What follows belongs to an exercise in optimizing a design on an open flow for small area, a short achievable clock period and few clock cycles; a production flow would make more cautious choices.
At most, simulation tests tie the RTL to the original design; equivalence was not proved.
The RTL of run 2 was laid out without a check of its function.

==> flow/design.v, too long to show whole: its modules and the start of the top module <==
// module loop_sample_unit: 594 lines
// module lsu_mac: 1371 lines
// module lsu_add24: 67 lines
// module lsu_add32: 91 lines
// module lsu_add33: 92 lines
// module lsu_add65: 186 lines
// module lsu_add66: 189 lines
module loop_sample_unit (
    input  wire        clk,
    input  wire        rst,
    input  wire        start,
    input  wire        first,
    input  wire        restart,
    input  wire [31:0] pv_raw,
    input  wire [31:0] target,
    output wire        ready,
    output reg         done,
    output reg  [31:0] out_val,
    output reg         limited,
    output reg  [4:0]  sat_cnt,
    output reg         mem_re,
    output reg  [6:0]  mem_raddr,
    input  wire [31:0] mem_rdata,
    output reg         mem_we,
    output reg  [6:0]  mem_waddr,
    output reg  [31:0] mem_wdata
);
  // ...
==> flow/flow/run.sh <==
#!/bin/bash
# Layout flow: the standard synthesis and layout (standard.sh), with timing
# repair aimed below the design's period (a setup margin; the constraints and
# the period are the standard flow's own) and port buffers that drive their pins quickly.
# Each step's full output goes to a log file of its own in the work folder.
set -euo pipefail
bash standard.sh synth > synth.log 2>&1
bash standard.sh SETUP_SLACK_MARGIN=18.6 \
    "BUFFER_PORTS_ARGS=-buffer_cell sky130_fd_sc_hd__buf_2" \
    finish > layout.log 2>&1
==> flow/standard.sh <==
#!/bin/bash
# synth_recipe.tcl (not shown) runs the flow's synth.tcl, then flattens the netlist and writes it again
# the make line also repeats each setting of config.mk as NAME=value (left out here)
make -C /OpenROAD-flow-scripts/flow DESIGN_CONFIG=/design/flow/config.mk WORK_HOME=/design/flow/orfs CLKGATE_MAP_FILE= SYNTH_SCRIPT=/design/flow/synth_recipe.tcl "${@:-finish}"
==> flow/config.mk <==
export PLATFORM = sky130hd
export DESIGN_NAME = loop_sample_unit
export DESIGN_NICKNAME = loop_sample_unit
export VERILOG_FILES = /design/flow/design.v
export SDC_FILE = /design/flow/constraint.sdc
export NUM_CORES = 8
export LEC_CHECK = 0
export CAP_MARGIN = 20
export CORE_MARGIN = 2
export CORE_UTILIZATION = 40
export PLACE_DENSITY = 0.6
export SLEW_MARGIN = 20
==> flow/constraint.sdc <==
create_clock -name core_clock -period 25.0 [get_ports {clk}]
set_input_delay 5.0000 -clock core_clock [delete_from_list [all_inputs] [get_ports {clk}]]
set_output_delay 5.0000 -clock core_clock [all_outputs]
set_load 0.01 [all_outputs]
==> qor.tcl, run 1 <==
set qor(largest_registers) {cs_s x66, cs_c x65, diff_q x35}
set qor(final_antenna_net_count) 0
set qor(drive_above_1_share_pct) 12.4
set qor(synthArstFlopShare_pct) 0
set qor(cts_inserted_buffers) 103
set qor(grt.met2_usage_pct) 60.2
set qor(ys_seq_area_share_pct) 25.2
set qor(wl_met1_um) 157000
set qor(gr-max-usage-layer) {met2}
set qor(run_status) {complete, but fails checks}
set qor(nNonClkInverters) 1117
set qor(violatedChecks) {max-capacitance violations, max-slew violations}
set qor(hold_viol) 0
set qor(synth_compound_gate_area_share_pct) 18.8
set qor(cts.hold.buffers_added) 0
set qor(area.share.sequential_pct) 22.7
set qor(worstHoldStart) {m2ord[1]}
set qor(worstSkewPairLatency_ps) 820
set qor(largest_register_ff_count) 66
set qor(number_of_diodes_added_for_antenna_fixing) 40
set qor(filler_cell_count) 19247
set qor(pins_over_their_slew_limit) 5
set qor(ys.warnings.count) 1
set qor(finish.utilization_pct) 45.0
set qor(final_cells) 11341
set qor(critical_path.max_fanout) 1
set qor(critPathArrivalTime_ps) 1420
set qor(top_cells_by_count_synth) {sky130_fd_sc_hd__inv_1 (1109), sky130_fd_sc_hd__fa_1 (701), sky130_fd_sc_hd__ha_1 (602)}
set qor(mappedNetlistNets) 9957
set qor(cp_num_cells) 1
set qor(max-cap-violations) 1
set qor(dp_hpwl_um) 321000
set qor(gr-usage-met1_pct) 50.0
set qor(dieHeight_um) 453
set qor(tightestPinTransition_ps) 1760
set qor(finalSetupTns_ps) 0
set qor(clock_sinks) 821
Testbench counts, summed over its fixed seeds: cycles 13,377.
==> module loop_sample_unit, before the edit <==
module loop_sample_unit (
    input  wire        clk,
    input  wire        rst,
    input  wire        start,
    input  wire        first,
    input  wire        restart,
    input  wire [31:0] pv_raw,
    input  wire [31:0] target,
    output wire        ready,
    output reg         done,
    output reg  [31:0] out_val,
    output reg         limited,
    output reg  [4:0]  sat_cnt,
    output reg         mem_re,
    output reg  [6:0]  mem_raddr,
    input  wire [31:0] mem_rdata,
    output reg         mem_we,
    output reg  [6:0]  mem_waddr,
    output reg  [31:0] mem_wdata
);
    localparam [6:0] W_IN_GAIN = 7'd1,  W_IN_OFS = 7'd2,  W_SP_DB = 7'd5,
                     W_RAMP    = 7'd6,  W_UMIN   = 7'd7,  W_UMAX  = 7'd8,
                     W_RLIM    = 7'd9,  W_OUT_GAIN = 7'd11, W_MASK = 7'd13,
                     W_MODE    = 7'd14, W_W      = 7'd15, W_T_REF = 7'd16,
                     W_U_LAST  = 7'd17;
    localparam [4:0] T_NONE = 5'd0,  T_INGAIN = 5'd1,  T_INOFS = 5'd2,  T_MASK = 5'd3,
                     T_TREF = 5'd4,  T_SPDB   = 5'd5,  T_MODE  = 5'd6,  T_W    = 5'd7,
                     T_RAMP = 5'd8,  T_AS1L   = 5'd9,  T_AS1H  = 5'd10, T_AB0  = 5'd11,
                     T_RLIM = 5'd12, T_UMIN   = 5'd13, T_UMAX  = 5'd14, T_ULAST = 5'd15,
                     T_BS2L = 5'd16, T_BS2H   = 5'd17, T_BB1   = 5'd18, T_BA1  = 5'd19,
                     T_BS1L = 5'd21, T_BS1H = 5'd22, T_BB2  = 5'd23,
                     T_BA2  = 5'd24, T_OUTG   = 5'd25, T_BUB1  = 5'd26, T_BUB2 = 5'd27,
                     T_RS1L = 5'd28, T_RS1H   = 5'd29, T_RB0   = 5'd30, T_BUB3 = 5'd31;
    localparam [2:0] O_NONE = 3'd0, O_PV = 3'd1, O_Y = 3'd2, O_N1 = 3'd3,
                     O_N1V = 3'd4, O_N2 = 3'd5, O_OUT = 3'd6, O_YR = 3'd7;
    localparam [1:0] P_IDLE = 2'd0, P_RUN = 2'd1, P_WAIT = 2'd2;
    localparam signed [65:0] SLIM_P = 66'sh0_0FFF_FFFF_E000_0000;
    localparam signed [65:0] SLIM_N = -66'sh0_0FFF_FFFF_E000_0000;
    function [6:0] sec_base;
        input [2:0] j;
        begin
            sec_base = 7'd20 + {j, 3'b000} + {3'b000, j, 1'b0};
        end
    endfunction
    function sat_hi;
        input [65:0] v;
        begin
            sat_hi = !v[65] & ((|v[64:60]) | ((&v[59:29]) & (|v[28:0])));
        end
    endfunction
    function sat_lo;
        input [65:0] v;
        begin
            sat_lo = v[65] & (!(&v[64:60]) | !(|v[59:29]));
        end
    endfunction
    function [47:0] booth_enc;
        input [31:0] b;
        input        neg;
        integer i;
        reg [32:0] bx;
        begin
            bx = {b, 1'b0};
            for (i = 0; i < 16; i = i + 1) begin
                booth_enc[i]      = bx[2*i+1] ^ bx[2*i];
                booth_enc[16 + i] = (bx[2*i+2] & ~bx[2*i+1] & ~bx[2*i]) | (~bx[2*i+2] & bx[2*i+1] & bx[2*i]);
                booth_enc[32 + i] = bx[2*i+2] ^ neg;
            end
        end
    endfunction
    function [2:0] lowest;
        input [7:0] m;
        begin
            casez (m)
                8'b???????1: lowest = 3'd0;
                8'b??????10: lowest = 3'd1;
                8'b?????100: lowest = 3'd2;
                8'b????1000: lowest = 3'd3;
                8'b???10000: lowest = 3'd4;
                8'b??100000: lowest = 3'd5;
                8'b?1000000: lowest = 3'd6;
                default:     lowest = 3'd7;
            endcase
        end
    endfunction
    reg [1:0]  phase;
    reg        ready_q;
    reg [2:0]  wcnt;
    reg [7:0]  ig_q, remA, remB;
    reg [3:0]  ordc;
    reg [4:0]  rtag, tag1, tag0, tagd;
    reg [2:0]  rsec, sec1, sec0;
    reg [3:0]  rord, ord1, ord0;
    assign ready = ready_q;
    wire accept = start & ready_q;
    reg [31:0] t_q;                  
    reg        first_q, restart_q;
    reg [31:0] rd0, rd1, rd2, rd3;
    reg        ru_ul, ru_spdb, ru_ramp, ru_w;
    reg        wsel_q;
    reg  [31:0] mode_q;
    wire       sp_now = ru_ramp || (ru_w && !mode_q[26]);
    reg        sp_nowd, sp_nowdd;
    reg        cl_s2;                    
    reg        dpos, dneg;
    wire       dnz;
    wire [7:0] remA_e = (tag0 == T_MASK) ? rd0[7:0] : remA;
    wire [2:0] jA = lowest(remA_e);
    wire [2:0] jB = lowest(remB);
    wire [6:0] baseA = sec_base(jA);
    wire [6:0] baseB = sec_base(jB);
    reg  [6:0] nx_addr;
    reg  [4:0] nx_tag;
    reg  [2:0] nx_sec;
    reg        nx_re;
    always @(*) begin
        nx_re   = 1'b1;
        nx_addr = W_IN_GAIN;
        nx_tag  = T_NONE;
        nx_sec  = jB;
        case (rtag)
            T_TREF:  begin nx_addr = W_SP_DB; nx_tag = T_SPDB;  end
            T_SPDB:  begin nx_addr = W_MODE;  nx_tag = T_MODE;  end
            T_MODE:  begin nx_addr = W_MASK;  nx_tag = T_MASK;  end
            T_MASK:  begin nx_addr = W_IN_OFS; nx_tag = T_INOFS; end
            T_INOFS: begin
                if (wsel_q) begin
                    nx_addr = W_RAMP; nx_tag = T_RAMP;
                end else begin
                    nx_addr = W_W;    nx_tag = T_W;
                end
            end
            T_RAMP, T_W, T_AB0: begin
                nx_sec = jA;
                if (rtag == T_W && mode_q[26]) begin
                    nx_addr = W_RAMP; nx_tag = T_RAMP;
                end else if (remA_e != 8'd0) begin
                    nx_addr = baseA + 7'd6; nx_tag = T_AS1L;
                end else begin
                    nx_addr = W_RLIM; nx_tag = T_RLIM;
                end
            end
            T_AS1L:  begin nx_sec = jA; nx_addr = baseA + 7'd7; nx_tag = T_AS1H; end
            T_AS1H:  begin nx_sec = jA; nx_addr = baseA;        nx_tag = T_AB0;  end
            T_RLIM:  begin nx_addr = W_UMIN;   nx_tag = T_UMIN;  end
            T_UMIN:  begin nx_addr = W_UMAX;   nx_tag = T_UMAX;  end
            T_UMAX, T_ULAST, T_BA2: begin
                if (rtag == T_UMAX && rd0 != 32'd0) begin
                    nx_addr = W_U_LAST; nx_tag = T_ULAST;
                end else if (remB != 8'd0 && ordc >= 4'd3) begin
                    nx_addr = baseB + 7'd6; nx_tag = T_RS1L;    
                end else if (remB != 8'd0) begin
                    nx_addr = baseB + 7'd8; nx_tag = T_BS2L;
                end else if (rtag != T_BA2) begin
                    nx_re = 1'b0; nx_tag = T_BUB1;       
                end else begin
                    nx_addr = W_OUT_GAIN; nx_tag = T_OUTG;
                end
            end
            T_BUB1:  begin nx_re = 1'b0; nx_tag = T_BUB2; end
            T_BUB2:  begin nx_re = 1'b0; nx_tag = T_BUB3; end
            T_BUB3:  begin nx_addr = W_OUT_GAIN; nx_tag = T_OUTG; end
            T_RS1L:  begin nx_addr = baseB + 7'd7; nx_tag = T_RS1H; end
            T_RS1H:  begin nx_addr = baseB;        nx_tag = T_RB0;  end
            T_RB0:   begin nx_addr = baseB + 7'd8; nx_tag = T_BS2L; end
            T_BS2L:  begin nx_addr = baseB + 7'd9; nx_tag = T_BS2H; end
            T_BS2H:  begin nx_addr = baseB + 7'd1; nx_tag = T_BB1;  end
            T_BB1:   begin nx_addr = baseB + 7'd3; nx_tag = T_BA1; end
            T_BA1:   begin
                if (ig_q[jB] & dnz) begin
                    nx_addr = baseB + 7'd6; nx_tag = T_BS1L;
                end else begin
                    nx_addr = baseB + 7'd2; nx_tag = T_BB2;
                end
            end
            T_BS1L:  begin nx_addr = baseB + 7'd7; nx_tag = T_BS1H; end
            T_BS1H:  begin nx_addr = baseB + 7'd2; nx_tag = T_BB2; end
            T_BB2:   begin nx_addr = baseB + 7'd4; nx_tag = T_BA2; end
            default: ;
        endcase
        if (phase == P_IDLE) begin
            nx_addr = !accept ? W_IN_GAIN : first ? W_MODE : W_T_REF;
            nx_tag  = !accept ? T_NONE : first ? T_MODE : T_TREF;
            nx_re   = 1'b1;
        end
    end
    always @(posedge clk) begin
        if (rst) begin
            phase     <= P_IDLE;
            ready_q   <= 1'b1;
            done      <= 1'b0;
            mem_re    <= 1'b1;
            mem_raddr <= W_IN_GAIN;
            rtag      <= T_NONE;
            tag1      <= T_NONE;
            tag0      <= T_NONE;
            tagd      <= T_NONE;
            ru_ramp   <= 1'b0;
            ru_w      <= 1'b0;
            sp_nowd   <= 1'b0;
            sp_nowdd  <= 1'b0;
            cl_s2     <= 1'b0;
        end else begin
            done      <= 1'b0;
            mem_re    <= nx_re;
            mem_raddr <= nx_addr;
            rtag      <= nx_tag;
            tag1      <= (phase == P_IDLE && accept) ? T_INGAIN : rtag;
            tag0      <= tag1;
            tagd      <= tag0;
            ru_ramp   <= (tag1 == T_RAMP);
            ru_w      <= (tag1 == T_W);
            sp_nowd   <= sp_now;
            sp_nowdd  <= sp_nowd;
            cl_s2     <= (tagd == T_ULAST);
            case (phase)
                P_IDLE: if (accept) begin
                    phase   <= P_RUN;
                    ready_q <= 1'b0;
                end
                P_RUN: if (rtag == T_OUTG) begin
                    phase <= P_WAIT;
                    wcnt  <= 3'd3;
                end
                default: begin
                    wcnt <= wcnt - 3'd1;
                    if (wcnt == 3'd0) begin
                        phase   <= P_IDLE;
                        ready_q <= 1'b1;
                        done    <= 1'b1;
                    end
                end
            endcase
        end
    end
    always @(posedge clk) begin
        rsec <= nx_sec;
        rord <= ordc;
        sec1 <= rsec;
        ord1 <= rord;
        sec0 <= sec1;
        ord0 <= ord1;
        if (rtag == T_AS1H)
            remA <= remA & (remA - 8'd1);
        if (rtag == T_BB2)
            remB <= remB & (remB - 8'd1);
        if (rtag == T_AS1H || rtag == T_BB2)
            ordc <= ordc + 4'd1;
        if (rtag == T_RLIM)
            ordc <= 4'd0;
        if (tag0 == T_MASK) begin
            remA <= rd0[7:0];
            remB <= rd0[7:0];
            ig_q <= rd0[23:16];
        end
        if (tag1 == T_INGAIN)
            ordc <= 4'd0;
        rd0  <= mem_rdata;
        rd1  <= rd0;
        rd2  <= rd1;
        rd3  <= rd2;
        if (ready_q | (m2op == O_YR) | yrd | (m2op == O_OUT))
            t_q <= ({32{ready_q}} & target) | ({32{m2op == O_YR}} & m2_rnd[31:0]) |
                   ({32{yrd}} & ycorr_t) |
                   ({32{m2op == O_OUT}} & m2_out);
        if (ready_q) begin
            first_q   <= first;
            restart_q <= restart;
        end
    end
    reg  [15:0] bone, btwo, bng;     
    reg         acc_q, e1_q, rnd_q;
    reg  [65:0] cs_s, cs_c;
    reg  [2:0]  m2op;
    reg  [2:0]  m2sec;
    reg  [3:0]  m2ord;
    reg         yd, yrd;
    reg         ysp_q, ysn_q, satinc_q;
    reg  [3:0]  yord;
    wire [65:0] m_d0 = acc_q ? cs_s : e1_q ? {{2{rd1[31]}}, rd1, rd2} : 66'd0;
    wire [65:0] m_d1 = acc_q ? cs_c : {37'd0, rnd_q, 28'd0};
    wire [65:0] m_s, m_c;
    lsu_mac mac (.a(rd0), .bone(bone), .btwo(btwo), .bng(bng), .d0(m_d0), .d1(m_d1), .s(m_s), .c(m_c));
    always @(posedge clk) begin
        acc_q <= (tag1 == T_BA1) || (tag1 == T_BA2);
        e1_q  <= (tag1 == T_AB0) || (tag1 == T_BB1) || (tag1 == T_RB0);
        rnd_q <= (tag1 == T_INGAIN) || (tag1 == T_AB0) || (tag1 == T_RB0) || (tag1 == T_OUTG);
    end
    reg [2:0] m1op;
    always @(*) begin
        case (tag0)
            T_INGAIN: m1op = O_PV;
            T_AB0:    m1op = O_Y;
            T_RB0:    m1op = O_YR;
            T_BA1:    m1op = (tag1 == T_BS1L) ? O_N1V : O_N1;
            T_BA2:    m1op = O_N2;
            T_OUTG:   m1op = O_OUT;
            default:  m1op = O_NONE;
        endcase
    end
    wire [65:0]        m2_sum;
    wire               m2_co;
    lsu_add66 m2add (.a(cs_s), .b(cs_c), .cin(1'b0), .s(m2_sum), .cout(m2_co));
    wire signed [65:0] m2_sums = m2_sum;
    wire               m2_satp = sat_hi(m2_sum);
    wire               m2_satn = sat_lo(m2_sum);
    wire [63:0]        m2_n    = m2_satp ? SLIM_P[63:0] : m2_satn ? SLIM_N[63:0] : m2_sum[63:0];
    wire               m2_isn  = (m2op == O_N1) || (m2op == O_N1V) || (m2op == O_N2);
    wire               m2_isy  = (m2op == O_Y);
    always @(posedge clk) begin
        cs_s  <= m_s;
        cs_c  <= m_c;
        m2sec <= sec0;
        m2ord <= ord0;
        if (rst) begin
            m2op <= O_NONE;
            yd   <= 1'b0;
            yrd  <= 1'b0;
        end else begin
            m2op <= m1op;
            yd   <= (m2op == O_Y);
            yrd  <= (m2op == O_YR);
        end
    end
    localparam signed [65:0] YS_HI = 66'sh0_0FFF_FFFF_F000_0000;
    localparam signed [65:0] YS_LO = -66'sh0_0FFF_FFFF_D000_0000;
    wire [28:0] m2_zt   = (cs_s[28:0] ^ cs_c[28:0]) ^ {cs_s[27:0] | cs_c[27:0], 1'b0};
    wire        m2_tie  = ~|m2_zt;
    wire [34:0] m2_rnd  = {m2_sum[63:30], m2_sum[29] & ~m2_tie};
    wire        m2_ysp  = m2_sums > YS_HI;
    wire        m2_ysn  = m2_sums < YS_LO;
    wire [31:0] ycorr_x = ysp_q ? 32'h7FFF_FFFF : ysn_q ? 32'h8000_0001 : xc;
    wire [31:0] ycorr_t = ysp_q ? 32'h7FFF_FFFF : ysn_q ? 32'h8000_0001 : t_q;
    wire        m2_ovf  = !m2_sum[65] & (|m2_sum[64:60]);
    wire        m2_unf  = m2_sum[65] & !(&m2_sum[64:60]);
    wire [31:0] m2_out  = m2_ovf ? 32'h7FFF_FFFF : m2_unf ? 32'h8000_0000 : m2_rnd[31:0];
    reg  [31:0] pv_q;
    wire        pv2 = (tag0 == T_INOFS);
    reg  [31:0] xc;                  
    reg  [34:0] diff_q;
    wire signed [32:0] dq33   = diff_q[32:0];
    wire signed [35:0] pv_sum;       
    wire               pv_co;
    assign {pv_co, pv_sum} = {1'b0, diff_q[34], diff_q} + {1'b0, {4{rd0[31]}}, rd0};
    wire        [31:0] pv_sat = (!pv_sum[35] & (|pv_sum[34:31]))  ? 32'h7FFF_FFFF :
                                (pv_sum[35] & !(&pv_sum[34:31])) ? 32'h8000_0000 : pv_sum[31:0];
    reg         ramp_q;
    wire        [31:0] ru_base = ru_spdb ? rd1 : (ru_ramp && wsel_q) ? pv_q : ru_ramp ? rd1 : rd0;
    wire        [31:0] ru_tgt  = ru_ul ? xc : t_q;
    wire        [31:0] ru_lim  = ru_ul ? rd3 : rd0;
    wire signed [34:0] ru_b35  = {{3{ru_base[31]}}, ru_base};
    wire signed [34:0] ru_t35  = {{3{ru_tgt[31]}}, ru_tgt};
    wire signed [34:0] ru_l35  = {3'b000, ru_lim};
    wire        [34:0] ru_hs   = ru_l35 ^ ru_b35 ^ ~ru_t35;
    wire        [34:0] ru_hc   = (ru_l35 & ru_b35) | (ru_l35 & ~ru_t35) | (ru_b35 & ~ru_t35);
    wire        [34:0] ru_ls   = ru_l35 ^ ~ru_b35 ^ ru_t35;
    wire        [34:0] ru_lc   = (ru_l35 & ~ru_b35) | (ru_l35 & ru_t35) | (~ru_b35 & ru_t35);
    wire        [34:0] ru_hi, ru_lo;
    wire               ru_hco, ru_lco;
    assign {ru_hco, ru_hi} = {1'b0, ru_hs} + {1'b0, ru_hc[33:0], 1'b0} + 36'd1;
    assign {ru_lco, ru_lo} = {1'b0, ru_ls} + {1'b0, ru_lc[33:0], 1'b0} + 36'd1;
    wire               ru_gt   = ru_hi[34];
    wire               ru_lt   = ru_lo[34];
    wire        [31:0] ru_bpl, ru_bml;
    wire               ru_pco, ru_mco;
    lsu_add32 ruadd (.a(ru_base), .b(ru_lim), .cin(1'b0), .s(ru_bpl), .cout(ru_pco));
    lsu_add32 rusub (.a(ru_base), .b(~ru_lim), .cin(1'b1), .s(ru_bml), .cout(ru_mco));
    wire        [31:0] ru_res  = ru_gt ? ru_bpl : ru_lt ? ru_bml : ru_tgt;
    wire               exceed  = ru_gt | ru_lt;
    wire        [31:0] w0       = wsel_q ? pv_q : rd1;
    wire               ramping0 = wsel_q ? (ru_lim != 32'd0) : mode_q[26];
    wire        [31:0] sp_w1    = first_q ? w0 : ramping0 ? ru_res : t_q;
    wire               sp_rnew  = first_q ? ramping0 : (ramping0 & (ru_gt | ru_lt));
    reg                rz_q;
    wire        [31:0] sb_a  = sp_nowd ? diff_q[31:0] : xc;
    wire        [31:0] sb_b  = sp_nowd ? pv_q : rd0;
    wire signed [32:0] x0_v;
    wire               x0_co;
    lsu_add33 x0sub (.a({sb_a[31], sb_a}), .b(~{sb_b[31], sb_b}), .cin(1'b1), .s(x0_v), .cout(x0_co));
    wire        [31:0] x0    = (!diff_q[32] & diff_q[31]) ? 32'h7FFF_FFFF :
                               (diff_q[32] & !diff_q[31]) ? 32'h8000_0000 : diff_q[31:0];
    reg         rlgt_q, rllt_q, lim_q;
    wire               cl_rz  = (tagd == T_UMAX) && rz_q;
    wire               cl_s1  = (tagd == T_ULAST);
    wire               cl_now = cl_rz | cl_s2;
    reg                xmx_gt, xmx_lt, xmn_gt, xmn_lt, cmm_q;
    reg                blo_q, bhi_q, eqx_q;
    wire signed [31:0] xc_s   = xc;
    wire signed [31:0] rd1_s  = rd1;
    wire signed [31:0] rd0_s  = rd0;
    wire signed [32:0] cd_mx  = x0_v;
    wire signed [32:0] cd_mn;
    wire               cd_co;
    lsu_add33 cdsub (.a({xc_s[31], xc_s}), .b(~{rd1_s[31], rd1_s}), .cin(1'b1), .s(cd_mn), .cout(cd_co));
    wire        [32:0] mm_d;
    wire               mm_co;
    lsu_add33 mmsub (.a({rd0[31], rd0}), .b(~{rd1[31], rd1}), .cin(1'b1), .s(mm_d), .cout(mm_co));
    wire        [32:0] cb_lo, cb_hi;
    wire               cb_lco, cb_hco;
    lsu_add33 cblo (.a({diff_q[31], diff_q[31:0]}), .b(~{rd3[31], rd3}), .cin(1'b1), .s(cb_lo), .cout(cb_lco));
    lsu_add33 cbhi (.a({rd2[31], rd2}), .b(~{diff_q[31], diff_q[31:0]}), .cin(1'b1), .s(cb_hi), .cout(cb_hco));
    wire        [31:0] cl_mx1 = cb_lo[32] ? rd3 : diff_q[31:0];    
    wire               cl_blo = rz_q ? xmn_lt : blo_q;
    wire               cl_bhi = rz_q ? xmx_gt : bhi_q;
    wire               cl_eqx = rz_q ? !(xmx_gt | xmx_lt) : eqx_q;
    wire               cl_tmx = cl_blo ? cmm_q : cl_bhi;           
    wire               cl_tmn = cl_blo & !cmm_q;                    
    wire        [31:0] cl_u   = rz_q ? (cl_tmx ? rd1 : cl_tmn ? rd2 : xc) :
                                       (cl_tmx ? rd3 : diff_q[31:0]);
    wire               cl_flg = cl_tmx ? !cl_eqx : cl_tmn;
    wire               cl_dp  = cl_tmx ? xmx_gt : cl_tmn ? xmn_gt : (!rz_q & rlgt_q);
    wire               cl_dn  = cl_tmx ? xmx_lt : cl_tmn ? xmn_lt : (!rz_q & rllt_q);
    assign dnz = cl_s2 ? (cl_dp | cl_dn) : (dpos | dneg);
    always @(posedge clk) begin
        limited <= lim_q;
        sat_cnt <= satc;
    end
    reg [31:0] fifo0, fifo1, fifo2, fifo3;
    reg [31:0] fifo_rd;
    wire       fifo_y  = (tag1 == T_BA1) || (tag1 == T_BA2);
    wire [3:0] fifo_ra = (ord1 >= 4'd3) ? (fifo_y ? 4'd4 : 4'd3) : ord1 + {3'd0, fifo_y};
    always @(*) begin
        case (fifo_ra)
            4'd0: fifo_rd = fifo0;
            4'd1: fifo_rd = fifo1;
            4'd2: fifo_rd = fifo2;
            4'd3: fifo_rd = fifo3;
            default: fifo_rd = t_q;
        endcase
    end
    wire        mb_raw = ready_q;         
    wire        mb_y   = yd;
    wire        mb_u   = (tag1 == T_OUTG);
    wire        mb_neg = (tag1 == T_BA1) || (tag1 == T_BA2);
    wire        mb_f   = mb_neg || (tag1 == T_BB1) || (tag1 == T_BB2) || (tag1 == T_RB0);
    wire        mb_ld  = mb_raw | sp_nowdd | mb_y | mb_u | mb_f;
    wire [31:0] mb_n   = ({32{mb_raw}}   & pv_raw) |
                         ({32{sp_nowdd}} & x0) |
                         ({32{mb_y}}     & ycorr_x) |
                         ({32{mb_u}}     & xc) |
                         ({32{mb_f}}     & fifo_rd);
    reg  [2:0]  wsec;
    reg         commit_q;
    reg         ws_n1hi, ws_mv, ws_n2hi, ws_ulast, ws_mode;
    reg  [4:0]  satc;
    wire signed [64:0] mv_d;
    wire               mv_co;
    lsu_add65 mvsub (.a({diff_q[31], diff_q[31:0], pv_q}), .b(~{rd0[31], rd0, rd1}), .cin(1'b1),
                     .s(mv_d), .cout(mv_co));
    wire               mv_eq = ({diff_q[31:0], pv_q} == {rd0, rd1});
    wire               mv_gt = !mv_d[64] && !mv_eq;
    wire               mv_lt = mv_d[64];
    wire               mv_commit = !((dpos & mv_gt) | (dneg & mv_lt));
    wire        dq_pv  = (m2op == O_PV);
    wire        dq_n   = (m2op == O_N1) || (m2op == O_N1V) || (m2op == O_N2);
    wire        dq_lim = ru_ul | (sp_now & !first_q & ramping0);   
    wire        dq_w0  = sp_now & first_q;
    wire        dq_t   = sp_now & !first_q & !ramping0;
    wire        dq_bpl = dq_lim & ru_gt;
    wire        dq_bml = dq_lim & !ru_gt & ru_lt;
    wire        dq_tgt = (dq_lim & !ru_gt & !ru_lt) | dq_t;
    wire        dq_any = dq_pv | dq_n | sp_now | ru_ul | sp_nowd | cl_s1;
    wire [31:0] dq_32  = ({32{dq_w0}}  & w0) |
                         ({32{dq_bpl}} & ru_bpl) |
                         ({32{dq_bml}} & ru_bml) |
                         ({32{dq_tgt}} & ru_tgt);
    wire [34:0] dq_d   = ({35{dq_pv}}   & m2_rnd) |
                         ({35{dq_n}}    & {3'd0, m2_n[63:32]}) |
                         ({35{sp_nowd}} & {{2{x0_v[32]}}, x0_v}) |
                         ({35{cl_s1}}   & {3'd0, cl_mx1}) |
                         {{3{dq_32[31]}}, dq_32};
    always @(posedge clk) begin
        if (mb_ld)
            {bng, btwo, bone} <= booth_enc(mb_n, mb_neg);
        ru_ul   <= (tag1 == T_ULAST);
        ru_spdb <= (tag1 == T_SPDB);
        if (dq_any)
            diff_q <= dq_d;
        if (pv2)
            pv_q <= pv_sat;
        if (m2op == O_N1 || m2op == O_N1V)
            pv_q <= m2_n[31:0];
        if (tag0 == T_SPDB)
            wsel_q <= first_q | restart_q | exceed;
        if (ready_q)
            wsel_q <= first | restart;
        if (tag0 == T_MODE)
            mode_q <= rd0;
        if (sp_now)
            ramp_q <= sp_rnew;
        if (sp_nowdd | m2_isy | yd | cl_now)
            xc <= ({32{sp_nowdd}} & x0) | ({32{m2_isy}} & m2_rnd[31:0]) |
                  ({32{yd}} & ycorr_x) | ({32{cl_now}} & cl_u);
        if (sp_nowdd)
            fifo0 <= x0;
        if (yd) begin
            case (yord)
                4'd0: fifo1 <= ycorr_x;
                4'd1: fifo2 <= ycorr_x;
                4'd2: fifo3 <= ycorr_x;
                default: ;
            endcase
        end
        if (m2_isy | (m2op == O_YR)) begin
            ysp_q <= m2_ysp;
            ysn_q <= m2_ysn;
        end
        yord     <= m2ord;
        satinc_q <= (m2_isy && (m2_ysp || m2_ysn)) || (m2_isn && (m2_satp || m2_satn));
        if (tag1 == T_BA2 && ord1 >= 4'd3)
            fifo3 <= t_q;
        if (tag0 == T_RLIM)
            rz_q <= (rd0 == 32'd0);
        if (tag0 == T_UMAX) begin
            xmx_gt <= !cd_mx[32] && (xc != rd0);
            xmx_lt <= cd_mx[32];
            xmn_gt <= !cd_mn[32] && (xc != rd1);
            xmn_lt <= cd_mn[32];
            cmm_q  <= mm_d[32];
        end
        if (tag0 == T_ULAST) begin
            rlgt_q <= ru_gt;
            rllt_q <= ru_lt;
        end
        if (cl_s1) begin
            blo_q <= cb_lo[32];
            bhi_q <= cb_hi[32];
            eqx_q <= (diff_q[31:0] == rd2);
        end
        if (cl_now) begin
            lim_q <= cl_flg | (!rz_q & (rlgt_q | rllt_q));
            dpos  <= cl_dp;
            dneg  <= cl_dn;
        end
        out_val <= t_q;
        if (tag1 == T_INGAIN)
            satc <= 5'd0;
        else if (satinc_q)
            satc <= satc + 5'd1;
    end
    reg  exc_q;
    wire wr_tref = (tag0 == T_MASK);
    wire wr_w    = sp_nowd;
    wire wr_n1   = (m2op == O_N1) || (m2op == O_N1V);
    wire wr_n2   = (m2op == O_N2);
    always @(posedge clk) begin
        if (rst) begin
            mem_we   <= 1'b0;
            ws_n1hi  <= 1'b0;
            ws_mv    <= 1'b0;
            ws_n2hi  <= 1'b0;
            ws_ulast <= 1'b0;
            ws_mode  <= 1'b0;
        end else begin
            ws_ulast <= cl_now;
            ws_mode  <= ws_ulast;
            ws_mv    <= (m2op == O_N1V);
            ws_n1hi  <= (m2op == O_N1) || ws_mv;
            ws_n2hi  <= wr_n2;
            mem_we   <= wr_tref || wr_w || ws_ulast || ws_mode || (m2op == O_N1) ||
                        (ws_mv & mv_commit) || ((ws_n1hi || wr_n2 || ws_n2hi) & commit_q);
        end
    end
    wire [23:0] mode_inc;
    wire        mode_co;
    lsu_add24 modeinc (.a(mode_q[23:0]), .b(24'd0), .cin(1'b1), .s(mode_inc), .cout(mode_co));
    wire [31:0] wd_mode = {mode_q[31:27], ramp_q, lim_q, mode_q[24], mode_inc};
    wire        wd_hi   = ws_n1hi | ws_n2hi;
    wire [31:0] wd      = ({32{wr_tref}}       & ((first_q | exc_q) ? t_q : rd3)) |
                          ({32{ws_ulast}}      & xc) |
                          ({32{ws_mode}}       & wd_mode) |
                          ({32{wr_n1 | wr_n2}} & m2_n[31:0]) |
                          ({32{ws_mv}}         & pv_q) |
                          ({32{wd_hi | wr_w}}  & diff_q[31:0]);
    wire [2:0]  wa_sec  = wr_n1 ? m2sec : wsec;
    wire [6:0]  wa      = ({7{wr_tref}}  & W_T_REF) |
                          ({7{wr_w}}     & W_W) |
                          ({7{ws_ulast}} & W_U_LAST) |
                          ({7{ws_mode}}  & W_MODE) |
                          ({7{wr_n1 | ws_mv | ws_n1hi | wr_n2 | ws_n2hi}} &
                           (sec_base(wa_sec) + {5'd0, wr_n2 | ws_n2hi, ws_n1hi | ws_n2hi}) + 7'd6);
    always @(posedge clk) begin
        mem_wdata <= wd;
        mem_waddr <= wa;
        if (wr_n1)
            wsec <= m2sec;
        if (wr_n1)
            commit_q <= 1'b1;
        if (ws_mv)
            commit_q <= mv_commit;
        if (tag0 == T_SPDB)
            exc_q <= exceed;
    end
endmodule
==> inputs of run 2 (changes only) <==
--- a/flow/design.v
+++ b/flow/design.v
@@ -32,6 +32,6 @@
                      T_BA2  = 5'd24, T_OUTG   = 5'd25, T_BUB1  = 5'd26, T_BUB2 = 5'd27,
                      T_RS1L = 5'd28, T_RS1H   = 5'd29, T_RB0   = 5'd30, T_BUB3 = 5'd31;
-    localparam [2:0] O_NONE = 3'd0, O_PV = 3'd1, O_Y = 3'd2, O_N1 = 3'd3,
-                     O_N1V = 3'd4, O_N2 = 3'd5, O_OUT = 3'd6, O_YR = 3'd7;
+    localparam [3:0] O_NONE = 4'd0, O_PV = 4'd1, O_Y = 4'd2, O_N1 = 4'd3,
+                     O_N1V = 4'd4, O_N2 = 4'd5, O_OUT = 4'd6, O_YR = 4'd7, O_MV = 4'd8;
     localparam [1:0] P_IDLE = 2'd0, P_RUN = 2'd1, P_WAIT = 2'd2;
     localparam signed [65:0] SLIM_P = 66'sh0_0FFF_FFFF_E000_0000;
@@ -270,7 +270,7 @@
     end
     reg  [15:0] bone, btwo, bng;     
-    reg         acc_q, e1_q, rnd_q;
+    reg         acc_q, e1_q, rnd_q, mv_q;
     reg  [65:0] cs_s, cs_c;
-    reg  [2:0]  m2op;
+    reg  [3:0]  m2op;
     reg  [2:0]  m2sec;
     reg  [3:0]  m2ord;
@@ -278,14 +278,16 @@
     reg         ysp_q, ysn_q, satinc_q;
     reg  [3:0]  yord;
-    wire [65:0] m_d0 = acc_q ? cs_s : e1_q ? {{2{rd1[31]}}, rd1, rd2} : 66'd0;
-    wire [65:0] m_d1 = acc_q ? cs_c : {37'd0, rnd_q, 28'd0};
+    wire [65:0] m_d0 = acc_q ? cs_s : e1_q ? {{2{rd1[31]}}, rd1, rd2} :
+                       mv_q ? {{2{diff_q[31]}}, diff_q[31:0], pv_q} : 66'd0;
+    wire [65:0] m_d1 = acc_q ? cs_c : mv_q ? ~{{2{rd0[31]}}, rd0, rd1} : {37'd0, rnd_q, 28'd0};
     wire [65:0] m_s, m_c;
     lsu_mac mac (.a(rd0), .bone(bone), .btwo(btwo), .bng(bng), .d0(m_d0), .d1(m_d1), .s(m_s), .c(m_c));
     always @(posedge clk) begin
         acc_q <= (tag1 == T_BA1) || (tag1 == T_BA2);
+        mv_q  <= (tag1 == T_BS1H);
         e1_q  <= (tag1 == T_AB0) || (tag1 == T_BB1) || (tag1 == T_RB0);
         rnd_q <= (tag1 == T_INGAIN) || (tag1 == T_AB0) || (tag1 == T_RB0) || (tag1 == T_OUTG);
     end
-    reg [2:0] m1op;
+    reg [3:0] m1op;
     always @(*) begin
         case (tag0)
@@ -295,4 +297,5 @@
             T_BA1:    m1op = (tag1 == T_BS1L) ? O_N1V : O_N1;
             T_BA2:    m1op = O_N2;
+            T_BS1H:   m1op = O_MV;
             T_OUTG:   m1op = O_OUT;
             default:  m1op = O_NONE;
@@ -434,5 +437,5 @@
     wire        mb_neg = (tag1 == T_BA1) || (tag1 == T_BA2);
     wire        mb_f   = mb_neg || (tag1 == T_BB1) || (tag1 == T_BB2) || (tag1 == T_RB0);
-    wire        mb_ld  = mb_raw | sp_nowdd | mb_y | mb_u | mb_f;
+    wire        mb_ld  = mb_raw | sp_nowdd | mb_y | mb_u | mb_f | (tag1 == T_BS1H);
     wire [31:0] mb_n   = ({32{mb_raw}}   & pv_raw) |
                          ({32{sp_nowdd}} & x0) |
@@ -442,13 +445,9 @@
     reg  [2:0]  wsec;
     reg         commit_q;
-    reg         ws_n1hi, ws_mv, ws_n2hi, ws_ulast, ws_mode;
+    reg         ws_n1hi, ws_n2hi, ws_ulast, ws_mode;
+    wire        ws_mv = (m2op == O_MV);
     reg  [4:0]  satc;
-    wire signed [64:0] mv_d;
-    wire               mv_co;
-    lsu_add65 mvsub (.a({diff_q[31], diff_q[31:0], pv_q}), .b(~{rd0[31], rd0, rd1}), .cin(1'b1),
-                     .s(mv_d), .cout(mv_co));
-    wire               mv_eq = ({diff_q[31:0], pv_q} == {rd0, rd1});
-    wire               mv_gt = !mv_d[64] && !mv_eq;
-    wire               mv_lt = mv_d[64];
+    wire               mv_gt = !m2_sum[65];
+    wire               mv_lt = m2_sum[65] && !(&m2_sum);
     wire               mv_commit = !((dpos & mv_gt) | (dneg & mv_lt));
     wire        dq_pv  = (m2op == O_PV);
@@ -548,5 +547,4 @@
             mem_we   <= 1'b0;
             ws_n1hi  <= 1'b0;
-            ws_mv    <= 1'b0;
             ws_n2hi  <= 1'b0;
             ws_ulast <= 1'b0;
@@ -555,5 +553,4 @@
             ws_ulast <= cl_now;
             ws_mode  <= ws_ulast;
-            ws_mv    <= (m2op == O_N1V);
             ws_n1hi  <= (m2op == O_N1) || ws_mv;
             ws_n2hi  <= wr_n2;
@@ -2214,190 +2211,4 @@
   assign cout = c[33];
 endmodule
-module lsu_add65(input [64:0] a, input [64:0] b, input cin, output [64:0] s, output cout);
-  wire [64:0] p0 = a ^ b;
-  wire [64:0] g0 = a & b;
-  wire G1 = g0[0] | (p0[0] & cin);
-  wire G2 = g0[1] | (p0[1] & G1);
-  wire G3 = g0[3] | (p0[3] & g0[2]);
-  wire P3 = p0[3] & p0[2];
-  wire G4 = g0[5] | (p0[5] & g0[4]);
-  wire P4 = p0[5] & p0[4];
-  wire G5 = g0[7] | (p0[7] & g0[6]);
-  wire P5 = p0[7] & p0[6];
-  wire G6 = g0[9] | (p0[9] & g0[8]);
-  wire P6 = p0[9] & p0[8];
-  wire G7 = g0[11] | (p0[11] & g0[10]);
-  wire P7 = p0[11] & p0[10];
-  wire G8 = g0[13] | (p0[13] & g0[12]);
-  wire P8 = p0[13] & p0[12];
-  wire G9 = g0[15] | (p0[15] & g0[14]);
-  wire P9 = p0[15] & p0[14];
-  wire G10 = g0[17] | (p0[17] & g0[16]);
-  wire P10 = p0[17] & p0[16];
-  wire G11 = g0[19] | (p0[19] & g0[18]);
-  wire P11 = p0[19] & p0[18];
-  wire G12 = g0[21] | (p0[21] & g0[20]);
-  wire P12 = p0[21] & p0[20];
-  wire G13 = g0[23] | (p0[23] & g0[22]);
-  wire P13 = p0[23] & p0[22];
-  wire G14 = g0[25] | (p0[25] & g0[24]);
-  wire P14 = p0[25] & p0[24];
-  wire G15 = g0[27] | (p0[27] & g0[26]);
-  wire P15 = p0[27] & p0[26];
-  wire G16 = g0[29] | (p0[29] & g0[28]);
-  wire P16 = p0[29] & p0[28];
-  wire G17 = g0[31] | (p0[31] & g0[30]);
-  wire P17 = p0[31] & p0[30];
-  wire G18 = g0[33] | (p0[33] & g0[32]);
-  wire P18 = p0[33] & p0[32];
-  wire G19 = g0[35] | (p0[35] & g0[34]);
-  wire P19 = p0[35] & p0[34];
-  wire G20 = g0[37] | (p0[37] & g0[36]);
-  wire P20 = p0[37] & p0[36];
-  wire G21 = g0[39] | (p0[39] & g0[38]);
-  wire P21 = p0[39] & p0[38];
-  wire G22 = g0[41] | (p0[41] & g0[40]);
-  wire P22 = p0[41] & p0[40];
-  wire G23 = g0[43] | (p0[43] & g0[42]);
-  wire P23 = p0[43] & p0[42];
-  wire G24 = g0[45] | (p0[45] & g0[44]);
-  wire P24 = p0[45] & p0[44];
-  wire G25 = g0[47] | (p0[47] & g0[46]);
-  wire P25 = p0[47] & p0[46];
-  wire G26 = g0[49] | (p0[49] & g0[48]);
-  wire P26 = p0[49] & p0[48];
-  wire G27 = g0[51] | (p0[51] & g0[50]);
-  wire P27 = p0[51] & p0[50];
-  wire G28 = g0[53] | (p0[53] & g0[52]);
-  wire P28 = p0[53] & p0[52];
-  wire G29 = g0[55] | (p0[55] & g0[54]);
-  wire P29 = p0[55] & p0[54];
-  wire G30 = g0[57] | (p0[57] & g0[56]);
-  wire P30 = p0[57] & p0[56];
-  wire G31 = g0[59] | (p0[59] & g0[58]);
-  wire P31 = p0[59] & p0[58];
-  wire G32 = g0[61] | (p0[61] & g0[60]);
-  wire P32 = p0[61] & p0[60];
-  wire G33 = g0[63] | (p0[63] & g0[62]);
-  wire P33 = p0[63] & p0[62];
-  wire G34 = G3 | (P3 & G2);
-  wire G35 = G5 | (P5 & G4);
-  wire P35 = P5 & P4;
-  wire G36 = G7 | (P7 & G6);
-  wire P36 = P7 & P6;
-  wire G37 = G9 | (P9 & G8);
-  wire P37 = P9 & P8;
-  wire G38 = G11 | (P11 & G10);
-  wire P38 = P11 & P10;
-  wire G39 = G13 | (P13 & G12);
-  wire P39 = P13 & P12;
-  wire G40 = G15 | (P15 & G14);
-  wire P40 = P15 & P14;
-  wire G41 = G17 | (P17 & G16);
-  wire P41 = P17 & P16;
-  wire G42 = G19 | (P19 & G18);
-  wire P42 = P19 & P18;
-  wire G43 = G21 | (P21 & G20);
-  wire P43 = P21 & P20;
-  wire G44 = G23 | (P23 & G22);
-  wire P44 = P23 & P22;
-  wire G45 = G25 | (P25 & G24);
-  wire P45 = P25 & P24;
-  wire G46 = G27 | (P27 & G26);
-  wire P46 = P27 & P26;
-  wire G47 = G29 | (P29 & G28);
-  wire P47 = P29 & P28;
-  wire G48 = G31 | (P31 & G30);
-  wire P48 = P31 & P30;
-  wire G49 = G33 | (P33 & G32);
-  wire P49 = P33 & P32;
-  wire G50 = G35 | (P35 & G34);
-  wire G51 = G37 | (P37 & G36);
-  wire P51 = P37 & P36;
-  wire G52 = G39 | (P39 & G38);
-  wire P52 = P39 & P38;
-  wire G53 = G41 | (P41 & G40);
-  wire P53 = P41 & P40;
-  wire G54 = G43 | (P43 & G42);
-  wire P54 = P43 & P42;
-  wire G55 = G45 | (P45 & G44);
-  wire P55 = P45 & P44;
-  wire G56 = G47 | (P47 & G46);
-  wire P56 = P47 & P46;
-  wire G57 = G49 | (P49 & G48);
-  wire P57 = P49 & P48;
-  wire G58 = G51 | (P51 & G50);
-  wire G59 = G53 | (P53 & G52);
-  wire P59 = P53 & P52;
-  wire G60 = G55 | (P55 & G54);
-  wire P60 = P55 & P54;
-  wire G61 = G57 | (P57 & G56);
-  wire P61 = P57 & P56;
-  wire G62 = G59 | (P59 & G58);
-  wire G63 = G61 | (P61 & G60);
-  wire P63 = P61 & P60;
-  wire G64 = G63 | (P63 & G62);
-  wire G65 = G60 | (P60 & G62);
-  wire G66 = G52 | (P52 & G58);
-  wire G67 = G54 | (P54 & G62);
-  wire G68 = G56 | (P56 & G65);
-  wire G69 = G36 | (P36 & G50);
-  wire G70 = G38 | (P38 & G58);
-  wire G71 = G40 | (P40 & G66);
-  wire G72 = G42 | (P42 & G62);
-  wire G73 = G44 | (P44 & G67);
-  wire G74 = G46 | (P46 & G65);
-  wire G75 = G48 | (P48 & G68);
-  wire G76 = G4 | (P4 & G34);
-  wire G77 = G6 | (P6 & G50);
-  wire G78 = G8 | (P8 & G69);
-  wire G79 = G10 | (P10 & G58);
-  wire G80 = G12 | (P12 & G70);
-  wire G81 = G14 | (P14 & G66);
-  wire G82 = G16 | (P16 & G71);
-  wire G83 = G18 | (P18 & G62);
-  wire G84 = G20 | (P20 & G72);
-  wire G85 = G22 | (P22 & G67);
-  wire G86 = G24 | (P24 & G73);
-  wire G87 = G26 | (P26 & G65);
-  wire G88 = G28 | (P28 & G74);
-  wire G89 = G30 | (P30 & G68);
-  wire G90 = G32 | (P32 & G75);
-  wire G91 = g0[2] | (p0[2] & G2);
-  wire G92 = g0[4] | (p0[4] & G34);
-  wire G93 = g0[6] | (p0[6] & G76);
-  wire G94 = g0[8] | (p0[8] & G50);
-  wire G95 = g0[10] | (p0[10] & G77);
-  wire G96 = g0[12] | (p0[12] & G69);
-  wire G97 = g0[14] | (p0[14] & G78);
-  wire G98 = g0[16] | (p0[16] & G58);
-  wire G99 = g0[18] | (p0[18] & G79);
-  wire G100 = g0[20] | (p0[20] & G70);
-  wire G101 = g0[22] | (p0[22] & G80);
-  wire G102 = g0[24] | (p0[24] & G66);
-  wire G103 = g0[26] | (p0[26] & G81);
-  wire G104 = g0[28] | (p0[28] & G71);
-  wire G105 = g0[30] | (p0[30] & G82);
-  wire G106 = g0[32] | (p0[32] & G62);
-  wire G107 = g0[34] | (p0[34] & G83);
-  wire G108 = g0[36] | (p0[36] & G72);
-  wire G109 = g0[38] | (p0[38] & G84);
-  wire G110 = g0[40] | (p0[40] & G67);
-  wire G111 = g0[42] | (p0[42] & G85);
-  wire G112 = g0[44] | (p0[44] & G73);
-  wire G113 = g0[46] | (p0[46] & G86);
-  wire G114 = g0[48] | (p0[48] & G65);
-  wire G115 = g0[50] | (p0[50] & G87);
-  wire G116 = g0[52] | (p0[52] & G74);
-  wire G117 = g0[54] | (p0[54] & G88);
-  wire G118 = g0[56] | (p0[56] & G68);
-  wire G119 = g0[58] | (p0[58] & G89);
-  wire G120 = g0[60] | (p0[60] & G75);
-  wire G121 = g0[62] | (p0[62] & G90);
-  wire G122 = g0[64] | (p0[64] & G64);
-  wire [65:0] c = {G122, G64, G121, G90, G120, G75, G119, G89, G118, G68, G117, G88, G116, G74, G115, G87, G114, G65, G113, G86, G112, G73, G111, G85, G110, G67, G109, G84, G108, G72, G107, G83, G106, G62, G105, G82, G104, G71, G103, G81, G102, G66, G101, G80, G100, G70, G99, G79, G98, G58, G97, G78, G96, G69, G95, G77, G94, G50, G93, G76, G92, G34, G91, G2, G1, cin};
-  assign s = p0 ^ c[64:0];
-  assign cout = c[65];
-endmodule
 module lsu_add66(input [65:0] a, input [65:0] b, input cin, output [65:0] s, output cout);
   wire [65:0] p0 = a ^ b;
==> qor.tcl, run 2 <==
set qor(grt.overflow.total) 0
set qor(worst_path_max_delay_cell) {sky130_fd_sc_hd__dfxtp_4}
set qor(timing.critical_path.buf_inv) 1
set qor(ys_ff_latch) 823
set qor(average_cell_area_after_synthesis_um2) 9.28
set qor(buffers_added_on_ports) 188
set qor(critical_path.max_fanout) 1 ;# unchanged
set qor(detail_route.wl_per_cell_um) 36.1
set qor(ff2ff_setup_slack_ps) 18700
set qor(worstSkewPairLatency_ps) 820 ;# about the same
set qor(place_congestion) 1.07
set qor(syn_to_final_growth_pct) 10.9
set qor(min_period_over_period_pct) 25.6
set qor(worstHoldStart) {rord[3]}
set qor(grt_setup_unrepaired) {false}
set qor(number_of_nets_in_the_final_layout) 9874
set qor(top_cells_by_count_synth) {sky130_fd_sc_hd__inv_1 (1076), sky130_fd_sc_hd__fa_1 (702), sky130_fd_sc_hd__a22oi_1 (593)}
set qor(synth_edf_count) 388
set qor(largest_registers) {cs_c x66, cs_s x66, diff_q x35}
set qor(hold_viol) 0 ;# unchanged
set qor(worst_setup_hold_path_clk_slew_ps) 60
set qor(syn_area_um2) 79900
set qor(endpoint_required_time_on_the_critical_path_ps) 20000
set qor(boundaryPins) 189
set qor(place_inst) 11091
set qor(initial_utilization_pct) 40.1
set qor(yosysMostFrequentCell) {sky130_fd_sc_hd__inv_1}
set qor(ctsHtreeMaxLevel) 3
set qor(synthArstFlopShare_pct) 0 ;# unchanged
set qor(layout_commonest_cell) {sky130_fd_sc_hd__inv_1}
set qor(run_status) {timing/DRC/antenna clean}
set qor(finish.utilization_pct) 44.5 ;# -0.48 points
set qor(final_antenna_net_count) 0 ;# unchanged
set qor(ys.warnings.count) 1 ;# unchanged
set qor(drt_pre_antenna_iters) 10
set qor(holdPathEnd) {ord1[3]}
set qor(netlist-cell-type-count) 96
set qor(cp-start-kind) {register}
set qor(cts_tree) {built}
set qor(ys_dominant_reg_cell) {sky130_fd_sc_hd__dfxtp_1}
set qor(vias_in_the_first_global_route) 70899
set qor(critPathArrivalTime_ps) 1410 ;# about the same
set qor(num_rows) 164
set qor(finalSetupTns_ps) 0 ;# unchanged
set qor(wirelength_um) 408000
set qor(series_of_cell_instances_along_the_critical_path) {buf_2}
set qor(cts_buffer_depth) 3
set qor(clock_sinks) 823 ;# +0.24%
set qor(synth_top_cells_by_area) {sky130_fd_sc_hd__fa_1 (18%), sky130_fd_sc_hd__edfxtp_1 (15%), sky130_fd_sc_hd__dfxtp_1 (11%), sky130_fd_sc_hd__ha_1 (8.0%), sky130_fd_sc_hd__a22oi_1 (5.6%)}
set qor(r2r_start) {rd0[7]}
set qor(drt_iter0_drc) 10728
set qor(cts_inserted_buffers) 102 ;# -0.97%
set qor(area_of_combinational_cells_with_multiple_inputs_um2) 53700
set qor(tightestPinTransition_ps) 1270 ;# -490 ps
set qor(grt_util_all_layers_pct) 39.0
set qor(ff_latch_area_um2) 20500
set qor(slew-limit-headroom_pct) 14.7
set qor(postSynthCellCount) 8608
set qor(grt_pass1_wl_um) 560000
set qor(cp-end-kind) {output port}
set qor(dp_hpwl_um) 308000 ;# -4.0%
set qor(route.detailed.vias_per_inst) 6.47
set qor(final_cell_mix) {sky130_fd_sc_hd__inv_1 (1075), sky130_fd_sc_hd__fa_1 (695), sky130_fd_sc_hd__a22oi_1 (593), sky130_fd_sc_hd__nor2_1 (551), sky130_fd_sc_hd__a21oi_1 (513)}
set qor(drive_above_1_share_pct) 11.2 ;# -1.1 points
set qor(critical-path-max-stage-delay_ps) 450
set qor(ys_seq_area_share_pct) 25.5 ;# +0.32 points
set qor(filler_cell_count) 19371 ;# +0.64%
set qor(fin_hold_ws_ps) 325
set qor(route.vias.total) 73225
set qor(remaining_design_rule_violation_count) 0
set qor(post-synth-top-area-fraction_pct) 17.6
set qor(pins_over_their_slew_limit) 0 ;# -5
set qor(max-cap-violations) 0 ;# -1
set qor(grt_max_degree) 70
set qor(core_region_area_um2) 199000
set qor(clockRootBuffer) {sky130_fd_sc_hd__clkbuf_16}
set qor(worstRegToRegCells) 13
set qor(final.min_clock_period_ps) 6410
set qor(fmaxAchievable_ghz) 0.156
set qor(path_class) {reg -> out}
set qor(dieHeight_um) 451 ;# -0.51%
set qor(critPathTopFamily) {flip-flops}
set qor(design.die.area_um2) 203000
set qor(mappedNetlistNets) 9922 ;# -0.35%
set qor(clock-skew-final_ps) 89.1
set qor(cell_taking_the_most_area_after_synthesis) {sky130_fd_sc_hd__fa_1}
set qor(setup_viol) 0
set qor(worst_hold_path.num_cells) 0
set qor(worstHoldPathType) {reg -> reg}
set qor(timing.rr.end) {pv_q[27]}
set qor(die_width_um) 451
set qor(antenna_found_initial) 44
set qor(final_cells) 11322 ;# -0.17%
## run 2: cell types whose count changed after synthesis, sizes merged, moves of 78 or more
cell	previous run	this run
a21oi	442	520
nor2	393	559
xnor2	361	473
xor2	398	296
nand2	523	375
ha	602	511
## run 2: repair_timing
action / 4_1_cts / 5_1_grt
gates cloned: 0 / 1
hold buffers: 0 / 0
setup buffers: 11 / 9
endpoints found under the setup margin: 138 / 99
pin swaps: 5 / 8
gates resized for setup: 116 / 54
## run 2: stage by stage
stage / area (um2) / setup WS, ps
2_1_floorplan: 79900 / 18850
3_3_place_gp: 84000 / 17150
3_5_place_dp: 84100 / 17070
4_1_cts: 88100 / 18600
5_1_grt: 88500 / 18580
6_report: 88600 / 18590
## run 2: worst max path at each step
| stage | from | end | slack, ps | cells past startpoint |
|---|---|---|---|---|
| floorplan | ru_ul | diff_q[31] | 18850 | 24 |
| global placement | cs_c[0] | mem_wdata[15] | 17150 | 23 |
| detailed placement | cs_c[0] | mem_wdata[11] | 17070 | 23 |
| CTS | mem_wdata[21] | mem_wdata[21] | 18600 | 1 |
| global route | wsel_q | diff_q[33] | 18580 | 26 |
| finish | mem_wdata[27] | mem_wdata[27] | 18590 | 1 |
## run 2: final cells by class
class                   instances  share of cell area [%]
well taps                    2656                    3.75
multi-input cells            6060                    60.6
repair buffers                488                    3.78
diodes                         19                  0.0537
inverters                    1085                    4.60
flip-flops and latches        823                    23.2
clock inverters                52                   0.661
clock buffers                 139                    3.33
## run 2: routing by layer
layer  vias to the layer above  GRT usage [%]  routed length (um)
li1                      29753              -                   -
met1                     36527           48.4              150000
met2                      5543           57.7              173000
met3                      1390           12.1               51000
met4                        12           26.9               34700
met5                         -              0                  87
## run 2: cell families (layout without fill, tap and decap cells)
family	count (synthesis)	count (layout)	synth area share (%)
AOI/OAI and AO/OA	2207	2207	19.0
buffers and inverters	1726	1764	8.20
and+or+nand+nor	1568	1569	9.31
adders and majority gates	1216	1216	25.6
DFF	823	823	25.5
xor gates and xnor gates	769	769	8.44
muxes	299	299	3.89
other	0	19	0
==> inputs of run 3 (changes only) <==
--- a/flow/design.v
+++ b/flow/design.v
@@ -31,5 +31,5 @@
                      T_BS1L = 5'd21, T_BS1H = 5'd22, T_BB2  = 5'd23,
                      T_BA2  = 5'd24, T_OUTG   = 5'd25, T_BUB1  = 5'd26, T_BUB2 = 5'd27,
-                     T_RS1L = 5'd28, T_RS1H   = 5'd29, T_RB0   = 5'd30, T_BUB3 = 5'd31;
+                     T_RS1L = 5'd28, T_RS1H   = 5'd29, T_RB0   = 5'd30;
     localparam [3:0] O_NONE = 4'd0, O_PV = 4'd1, O_Y = 4'd2, O_N1 = 4'd3,
                      O_N1V = 4'd4, O_N2 = 4'd5, O_OUT = 4'd6, O_YR = 4'd7, O_MV = 4'd8;
@@ -102,7 +102,6 @@
     wire       sp_now = ru_ramp || (ru_w && !mode_q[26]);
     reg        sp_nowd, sp_nowdd;
-    reg        cl_s2;                    
     reg        dpos, dneg;
-    wire       dnz;
+    wire       dnz = dpos | dneg;
     wire [7:0] remA_e = (tag0 == T_MASK) ? rd0[7:0] : remA;
     wire [2:0] jA = lowest(remA_e);
@@ -159,6 +158,5 @@
             end
             T_BUB1:  begin nx_re = 1'b0; nx_tag = T_BUB2; end
-            T_BUB2:  begin nx_re = 1'b0; nx_tag = T_BUB3; end
-            T_BUB3:  begin nx_addr = W_OUT_GAIN; nx_tag = T_OUTG; end
+            T_BUB2:  begin nx_addr = W_OUT_GAIN; nx_tag = T_OUTG; end
             T_RS1L:  begin nx_addr = baseB + 7'd7; nx_tag = T_RS1H; end
             T_RS1H:  begin nx_addr = baseB;        nx_tag = T_RB0;  end
@@ -200,5 +198,4 @@
             sp_nowd   <= 1'b0;
             sp_nowdd  <= 1'b0;
-            cl_s2     <= 1'b0;
         end else begin
             done      <= 1'b0;
@@ -213,5 +210,4 @@
             sp_nowd   <= sp_now;
             sp_nowdd  <= sp_nowd;
-            cl_s2     <= (tagd == T_ULAST);
             case (phase)
                 P_IDLE: if (accept) begin
@@ -376,4 +372,6 @@
     wire               sp_rnew  = first_q ? ramping0 : (ramping0 & (ru_gt | ru_lt));
     reg                rz_q;
+    wire signed [31:0] cl_max = rz_q ? rd1 : rd2;
+    wire signed [31:0] cl_min = rz_q ? rd2 : rd3;
     wire        [31:0] sb_a  = sp_nowd ? diff_q[31:0] : xc;
     wire        [31:0] sb_b  = sp_nowd ? pv_q : rd0;
@@ -384,9 +382,6 @@
                                (diff_q[32] & !diff_q[31]) ? 32'h8000_0000 : diff_q[31:0];
     reg         rlgt_q, rllt_q, lim_q;
-    wire               cl_rz  = (tagd == T_UMAX) && rz_q;
-    wire               cl_s1  = (tagd == T_ULAST);
-    wire               cl_now = cl_rz | cl_s2;
+    wire               cl_now = (tagd == T_UMAX && rz_q) || (tagd == T_ULAST);
     reg                xmx_gt, xmx_lt, xmn_gt, xmn_lt, cmm_q;
-    reg                blo_q, bhi_q, eqx_q;
     wire signed [31:0] xc_s   = xc;
     wire signed [31:0] rd1_s  = rd1;
@@ -399,20 +394,18 @@
     wire               mm_co;
     lsu_add33 mmsub (.a({rd0[31], rd0}), .b(~{rd1[31], rd1}), .cin(1'b1), .s(mm_d), .cout(mm_co));
+    wire signed [31:0] cl_ur  = rz_q ? xc : diff_q[31:0];
     wire        [32:0] cb_lo, cb_hi;
     wire               cb_lco, cb_hco;
     lsu_add33 cblo (.a({diff_q[31], diff_q[31:0]}), .b(~{rd3[31], rd3}), .cin(1'b1), .s(cb_lo), .cout(cb_lco));
     lsu_add33 cbhi (.a({rd2[31], rd2}), .b(~{diff_q[31], diff_q[31:0]}), .cin(1'b1), .s(cb_hi), .cout(cb_hco));
-    wire        [31:0] cl_mx1 = cb_lo[32] ? rd3 : diff_q[31:0];    
-    wire               cl_blo = rz_q ? xmn_lt : blo_q;
-    wire               cl_bhi = rz_q ? xmx_gt : bhi_q;
-    wire               cl_eqx = rz_q ? !(xmx_gt | xmx_lt) : eqx_q;
+    wire               cl_blo = rz_q ? xmn_lt : cb_lo[32];
+    wire               cl_bhi = rz_q ? xmx_gt : cb_hi[32];
+    wire               cl_eqx = rz_q ? !(xmx_gt | xmx_lt) : (diff_q[31:0] == rd2);
     wire               cl_tmx = cl_blo ? cmm_q : cl_bhi;           
     wire               cl_tmn = cl_blo & !cmm_q;                    
-    wire        [31:0] cl_u   = rz_q ? (cl_tmx ? rd1 : cl_tmn ? rd2 : xc) :
-                                       (cl_tmx ? rd3 : diff_q[31:0]);
+    wire        [31:0] cl_u   = cl_tmx ? cl_max : cl_tmn ? cl_min : cl_ur;
     wire               cl_flg = cl_tmx ? !cl_eqx : cl_tmn;
     wire               cl_dp  = cl_tmx ? xmx_gt : cl_tmn ? xmn_gt : (!rz_q & rlgt_q);
     wire               cl_dn  = cl_tmx ? xmx_lt : cl_tmn ? xmn_lt : (!rz_q & rllt_q);
-    assign dnz = cl_s2 ? (cl_dp | cl_dn) : (dpos | dneg);
     always @(posedge clk) begin
         limited <= lim_q;
@@ -459,5 +452,5 @@
     wire        dq_bml = dq_lim & !ru_gt & ru_lt;
     wire        dq_tgt = (dq_lim & !ru_gt & !ru_lt) | dq_t;
-    wire        dq_any = dq_pv | dq_n | sp_now | ru_ul | sp_nowd | cl_s1;
+    wire        dq_any = dq_pv | dq_n | sp_now | ru_ul | sp_nowd;
     wire [31:0] dq_32  = ({32{dq_w0}}  & w0) |
                          ({32{dq_bpl}} & ru_bpl) |
@@ -467,5 +460,4 @@
                          ({35{dq_n}}    & {3'd0, m2_n[63:32]}) |
                          ({35{sp_nowd}} & {{2{x0_v[32]}}, x0_v}) |
-                         ({35{cl_s1}}   & {3'd0, cl_mx1}) |
                          {{3{dq_32[31]}}, dq_32};
     always @(posedge clk) begin
@@ -522,9 +514,4 @@
             rllt_q <= ru_lt;
         end
-        if (cl_s1) begin
-            blo_q <= cb_lo[32];
-            bhi_q <= cb_hi[32];
-            eqx_q <= (diff_q[31:0] == rd2);
-        end
         if (cl_now) begin
             lim_q <= cl_flg | (!rz_q & (rlgt_q | rllt_q));
==> flow/flow/run.sh (replaced) <==
#!/bin/bash
# Layout flow: the standard synthesis (with ABC's area script) and layout
# (standard.sh), with timing repair aimed below the design's period (a setup
# margin; the constraints and the period are the standard flow's own) and port buffers that
# drive their pins quickly. Each step's full output goes to a log file of its
# own in the work folder.
set -euo pipefail
bash standard.sh ABC_AREA=1 synth > synth.log 2>&1
bash standard.sh SETUP_SLACK_MARGIN=18.6 \
    "BUFFER_PORTS_ARGS=-buffer_cell sky130_fd_sc_hd__buf_2" \
    finish > layout.log 2>&1
==> qor.tcl, run 3 <==
set qor(ys.warnings.count) 1 ;# unchanged
set qor(synth_edf_count) 385 ;# -0.77%
set qor(initial_utilization_pct) 40.3 ;# +0.15 points
set qor(cts_inserted_buffers) 103 ;# +0.98%
set qor(dp_hpwl_um) 394000 ;# +28%
set qor(average_cell_area_after_synthesis_um2) 8.20 ;# -12%
set qor(route.detailed.vias_per_inst) 6.54 ;# +1.1%
set qor(postSynthCellCount) 9681 ;# +12%
set qor(worstSkewPairLatency_ps) 830 ;# about the same
set qor(final.min_clock_period_ps) 6640 ;# +235 ps
set qor(filler_cell_count) 19690 ;# +1.6%
set qor(ys_dominant_reg_cell) {sky130_fd_sc_hd__dfxtp_1}
set qor(place_inst) 12295 ;# +11%
set qor(timing.rr.end) {xc[25]}
set qor(critical-path-max-stage-delay_ps) 900 ;# +450 ps
set qor(path_class) {reg -> reg}
set qor(ys_seq_area_share_pct) 25.5 ;# about the same
set qor(grt_pass1_wl_um) 681000 ;# +22%
set qor(syn_to_final_growth_pct) 11.5
set qor(min_period_over_period_pct) 26.6 ;# +0.94 points
set qor(r2r_start) {diff_q[16]}
set qor(num_rows) 163 ;# -0.61%
set qor(run_status) {timing/DRC/antenna clean}
set qor(clock_sinks) 819 ;# -0.49%
set qor(worstHoldStart) {rord[0]}
set qor(layout_commonest_cell) {sky130_fd_sc_hd__inv_1}
set qor(clock-skew-final_ps) 79.3 ;# -9.81 ps
set qor(antenna_found_initial) 99 ;# +130%
set qor(boundaryPins) 189 ;# unchanged
set qor(dieHeight_um) 450 ;# -0.27%
set qor(drt_iter0_drc) 14330 ;# +34%
set qor(cp-start-kind) {register}
set qor(tightestPinTransition_ps) 1440 ;# +167 ps
set qor(hold_viol) 0 ;# unchanged
## run 3: cell types whose count changed in the layout (fill, tap and decap cells not counted), sizes merged, moves of 103 or more
cell | previous run | this run
nor2 | 559 | 456
o22ai | 57 | 597
mux2i | 228 | 1
o21ai | 301 | 660
nor2b | 103 | 0
a22oi | 593 | 56
xor2 | 296 | 659
xnor2 | 473 | 44
nand2 | 375 | 1344
nand3 | 86 | 337
inv | 1093 | 1565
a21o | 171 | 34
nand4 | 75 | 211
## run 3: logic make-up after synthesis
kind of cell / after synthesis / synth area share (%)
AO/OA/AOI/OAI: 2240 / 16.7
XOR/XNOR: 703 / 7.75
adder cells (fa/ha/maj): 1213 / 25.7
buffers and inverters: 2163 / 10.4
flip-flops: 819 / 25.5
multiplexers: 6 / 0.0835
AND/OR/NAND/NOR: 2537 / 13.8
## run 3: cell type report
type | count | share of cell area [%]
antenna | 88 | 0.249
clock inverter | 55 | 0.710
inverter | 1596 | 6.78
tap | 2640 | 3.73
multi-input combinational | 6699 | 58.0
timing repair buffer | 548 | 4.21
sequential | 819 | 22.9
clock buffer | 140 | 3.39
## run 3: how the worst max path moves through the flow
stage                from  cells past startpoint  endpoint
2_1_floorplan  pv_raw[22]                      5  btwo[11]
3_3_place_gp      cs_c[0]                     30  pv_q[29]
3_5_place_dp      cs_c[0]                     30  pv_q[29]
4_1_cts           ready_q                      2     ready
5_1_grt           cs_c[0]                     30   t_q[12]
6_report       diff_q[16]                     16    xc[25]
## run 3: per-stage QoR
step                utilization [%]  setup slack [ps]  hold slack [ps]  cell area [um2]
detailed placement             42.8             18390              312            84400
finish                         44.9             18360              327            88500
floorplan                         -             19060              310            79400
CTS                            44.7             18440              326            88100
global placement               42.8             18330              312            84300
global route                   44.8             18600              330            88300
## run 3: worst max-delay path: cells and delay by family, from the launching register on
family,cells,cell delay (ps)
and+or+nand+nor,12,3040
buffers and inverters,3,1750
adders and majority gates,1,520
DFF,1,900
## run 3: repair_timing
item | in CTS | in global routing
endpoints found under the setup margin | 83 | 102
cloned | 0 | 1
buffers inserted | 0 | 6
resized for setup | 32 | 24
## run 3: per-layer routing
metal / global-route usage (%) / vias to the layer above / part of all wire (%)
li1: - / 32541 / -
met1: 63.6 / 40577 / 38
met2: 66.1 / 7347 / 39
met3: 21.1 / 1771 / 15
met4: 32.8 / 58 / 8.5
met5: 0.521 / - / 0.16
Testbench counts of run 3, summed over its fixed seeds: cycles 13,377.

port drivers added, routing unchanged:
The flow's constraints put no driver on any port. The routed layouts listed below were extracted and timed again, unchanged, in two steps.
Step 1 sets driving cells, clkbuf_16 on the clock port and buf_2 on the other inputs (assumed; they add their load-dependent delay and slew).
Step 2 moves the port delays by t, midway between the first and last clock arrival at a register: inputs arrive t later, outputs are due t later. That takes back most of the time a late clock gives input paths.
a / b / c = no drivers / after step 1 / after step 2; a / b = the first two.
run | t, ns | setup slack, ns | clock arrival spread, ns | worst register clock-pin slew, ns | worst data-port slew with drivers (ns)
run 1 | 0.877 | 18.584 / 18.488 / 18.074 | 0.070 / 0.071 | 0.07 / 0.07 | 0.17
run 2 | 0.859 | 18.592 / 18.509 / 18.110 | 0.089 / 0.089 | 0.07 / 0.07 | 0.11
run 3 | 0.890 | 18.357 / 18.357 / 18.357 | 0.080 / 0.080 | 0.07 / 0.07 | 0.07
The setup slack of run 1, which loses most, moves by -0.096 ns with the drivers and by -0.510 ns with both steps.
